Context: an optimization exercise on an open-source flow, tuned for small area, a short achievable clock period and few clock cycles per item. The choices shown serve that exercise and are no tape-out recipe. The RTL was checked by simulation tests, not by an equivalence proof against the original design.

==> flow/design.v (excerpt) <==
module dec_screen (
    input  wire        clk,
    input  wire        rst,           
    input  wire        cfg_mode3,     
    input  wire [15:0] cfg_vol1,
    input  wire [15:0] cfg_vol2,
    input  wire [15:0] cfg_vol3,
    input  wire [15:0] cfg_vol4,
    input  wire [15:0] cfg_vol5,
    input  wire [15:0] cfg_vol6,
    input  wire [7:0]  cfg_werr,      
    input  wire [7:0]  cfg_w1,        
    input  wire [7:0]  cfg_w2,        
    input  wire        in_valid,
    output wire        in_ready,
    input  wire [15:0] in_cv,         
    input  wire [7:0]  in_gain,       
    input  wire [15:0] in_thr,        
    input  wire [1:0]  in_st,         
    input  wire        in_cr,         
    input  wire        in_sol,        
    input  wire        in_eol,        
    output reg         out_valid,
    input  wire        out_ready,
    output reg  [2:0]  out_level
);
For scale: about 6200 cells after synthesis, about 180 I/O pins, ~0.055 mm^2 of cells after synthesis.
clock: 100.0 ns
lec_check: 0
abc_area: 1
cap_margin: 20
core_margin: 2
core_utilization: 65
place_density: 0.75
setup_slack_margin: 2
slew_margin: 20
standard.sh (not shown) runs the stock make flow with config.mk's settings and CLKGATE_MAP_FILE= SYNTH_SCRIPT=/design/flow/synth_recipe.tcl, a recipe that flattens the netlist after the stock synthesis.
==> flow/flow/run.sh <==
#!/bin/bash
# The standard layout, with two changes:
#  - plain buffers (not delay buffers) on the ports;
#  - after the standard synthesis, flow/polarity.py removes inverters around
#    full adders (a full adder with all inputs and outputs inverted is the
#    same cell); every register, port and other cell is kept as synthesised.
set -euo pipefail
knobs=(BUFFER_PORTS_ARGS="-buffer_cell sky130_fd_sc_hd__buf_2")
res=orfs/results/${FLOW_PLATFORM:-sky130hd}/dec_screen/base
bash standard.sh "${knobs[@]}" synth > synth_flow.log 2>&1
cp "$res/1_2_yosys.v" "$res/1_2_yosys_std.v"
python3 flow/polarity.py "$res/1_2_yosys_std.v" "$res/1_2_yosys.v" > polarity.log 2>&1
rm -f "$res/1_synth.odb" "$res/1_synth.sdc"
bash standard.sh "${knobs[@]}" finish > layout_flow.log 2>&1
Other scripts of this flow, unchanged in this note and not shown: flow/flow/polarity.py
The first run completed without violations.
Testbench counts at the start, summed over its fixed seeds: cycles 31,525, items 31,469.
Change:
--- a/flow/design.v
+++ b/flow/design.v
@@ -1364,29 +1364,30 @@
     localparam NSLOT = 8;
     reg        m3;
     reg [15:0] v1, v2, v3, v4, v5, v6;
     reg [7:0]  werr, w1, w2;
     always @(posedge clk) begin
         m3 <= cfg_mode3;
         v1 <= cfg_vol1; v2 <= cfg_vol2; v3 <= cfg_vol3;
         v4 <= cfg_vol4; v5 <= cfg_vol5; v6 <= cfg_vol6;
         werr <= cfg_werr; w1 <= cfg_w1; w2 <= cfg_w2;
     end
     wire [15:0] v3e = m3 ? v3 : 16'hffff;
     wire [15:0] dn0 = v1;
-    wire [15:0] dn1 = v2 - v1;
-    wire [15:0] dn2 = v3e - v2;
-    wire [15:0] dn3 = v4 - v3;
-    wire [15:0] dn4 = v5 - v4;
-    wire [15:0] dn5 = v6 - v5;
+    wire [15:0] dn1, dn2, dn3, dn4, dn5;
+    dec_radd #(.W(16)) u_dn1 (.a(v2),  .b(~v1), .ci(1'b1), .s(dn1));
+    dec_radd #(.W(16)) u_dn2 (.a(v3e), .b(~v2), .ci(1'b1), .s(dn2));
+    dec_radd #(.W(16)) u_dn3 (.a(v4),  .b(~v3), .ci(1'b1), .s(dn3));
+    dec_radd #(.W(16)) u_dn4 (.a(v5),  .b(~v4), .ci(1'b1), .s(dn4));
+    dec_radd #(.W(16)) u_dn5 (.a(v6),  .b(~v5), .ci(1'b1), .s(dn5));
     wire [15:0] dn6 = ~v6;
     function [15:0] vol_of;
         input [2:0] lv;
         begin
             case (lv)
                 3'd0: vol_of = 16'd0;
                 3'd1: vol_of = v1;
                 3'd2: vol_of = v2;
                 3'd3: vol_of = m3 ? v3 : 16'hffff;
                 3'd4: vol_of = v4;
                 3'd5: vol_of = v5;
                 3'd6: vol_of = v6;
@@ -1458,32 +1459,33 @@
     reg  signed [15:0] e_reg;
     wire signed [17:0] x  = $signed({2'b00, a_d}) + (a_rs ? 18'sd0 : {{2{e_reg[15]}}, e_reg});
     wire [15:0]        xc = x[17] ? 16'd0 : x[16] ? 16'hffff : x[15:0];
     wire [2:0]  q1;
     wire [15:0] q1_r, q1_den;
     wire        q1_up;
     dec_quant u_q_scr (
         .mode3(m3),
         .vol1(v1), .vol2(v2), .vol3(v3e), .vol4(v4), .vol5(v5), .vol6(v6),
         .den0(dn0), .den1(dn1), .den2(dn2), .den3(dn3), .den4(dn4), .den5(dn5), .den6(dn6),
         .y(xc), .t(a_thr), .level(q1), .r(q1_r), .den(q1_den), .up(q1_up)
     );
-    wire signed [16:0] err   = q1_up ? $signed({1'b0, q1_r}) - $signed({1'b0, q1_den})
-                                     : $signed({1'b0, q1_r});
-    wire signed [25:0] err_w = err * $signed({1'b0, werr});
-    wire signed [17:0] err_s = err_w[25:8];   
-    wire signed [15:0] e_nxt = !a_dnz                ? 16'sd0 :
-                               (err_s >  18'sd16384) ? 16'sd16384 :
-                               (err_s < -18'sd16384) ? -16'sd16384 :
-                               err_s[15:0];
+    wire [23:0] pa   = q1_r * werr;                   
+    wire [15:0] nb   = q1_den - q1_r;                 
+    wire [24:0] pm1  = {9'd0, nb} * {17'd0, werr} - 25'd1;    
+    wire [16:0] ea   = pa[23:8];                      
+    wire [15:0] qb   = pm1[23:8];                     
+    wire signed [15:0] e_a = (ea > 17'd16384) ? 16'sd16384 : $signed(ea[15:0]);
+    wire signed [15:0] e_b = pm1[24]       ? 16'sd0 :      
+                             (|qb[15:14]) ? -16'sd16384 : $signed(~qb);
+    wire signed [15:0] e_nxt = !a_dnz ? 16'sd0 : q1_up ? e_b : e_a;
     always @(posedge clk)
         if (a_v)
             e_reg <= e_nxt;
     reg        w_v   [0:2];
     reg        w_sol [0:1];
     reg        w_eol [0:2];
     reg        w_ok  [0:2];
     reg [15:0] w_thr [0:2];
     reg        w0_dead;
     reg [2:0]  w0_lvl;
     reg [15:0] w1_s1;
     reg [15:0] w_s2  [1:2];
=>
- cell area went up by 2.1%
- via count came out lower by 0.33%
- critical path depth does not change
- area after synthesis is higher by 2.5%
- sequential cell count is unchanged
- routed wire length grows by 4.9%
- core utilization barely changes
Testbench counts after the change, summed over its fixed seeds: cycles 31,525, items 31,469.

==> what the ideal ports hide <==
The flow's constraints put no driver on any port. The routed layouts listed below were extracted and timed again, unchanged, in two steps. Step 1, drivers: a clkbuf_16 drives clk and a buf_2 each remaining input, both assumed. Step 2 also shifts input and output timing later by t, the mid clock arrival at the registers, as if the neighbouring blocks saw the same clock. Slacks: ideal ports / drivers / drivers and shift; pairs: ideal ports / drivers.
| run | t, ns | setup slack, ns | clock arrival spread, ns | worst data-port slew with drivers (ns) |
|---|---|---|---|---|
| the first run | 0.723 | 78.849 / 78.777 / 78.728 | 0.074 / 0.074 | 0.04 |
| the second run | 0.726 | 78.849 / 78.775 / 78.968 | 0.053 / 0.052 | 0.04 |
After both steps every run listed still meets setup and hold. The setup slack of the first run, which loses most, moves by -0.072 ns with the drivers and by -0.121 ns with both steps.
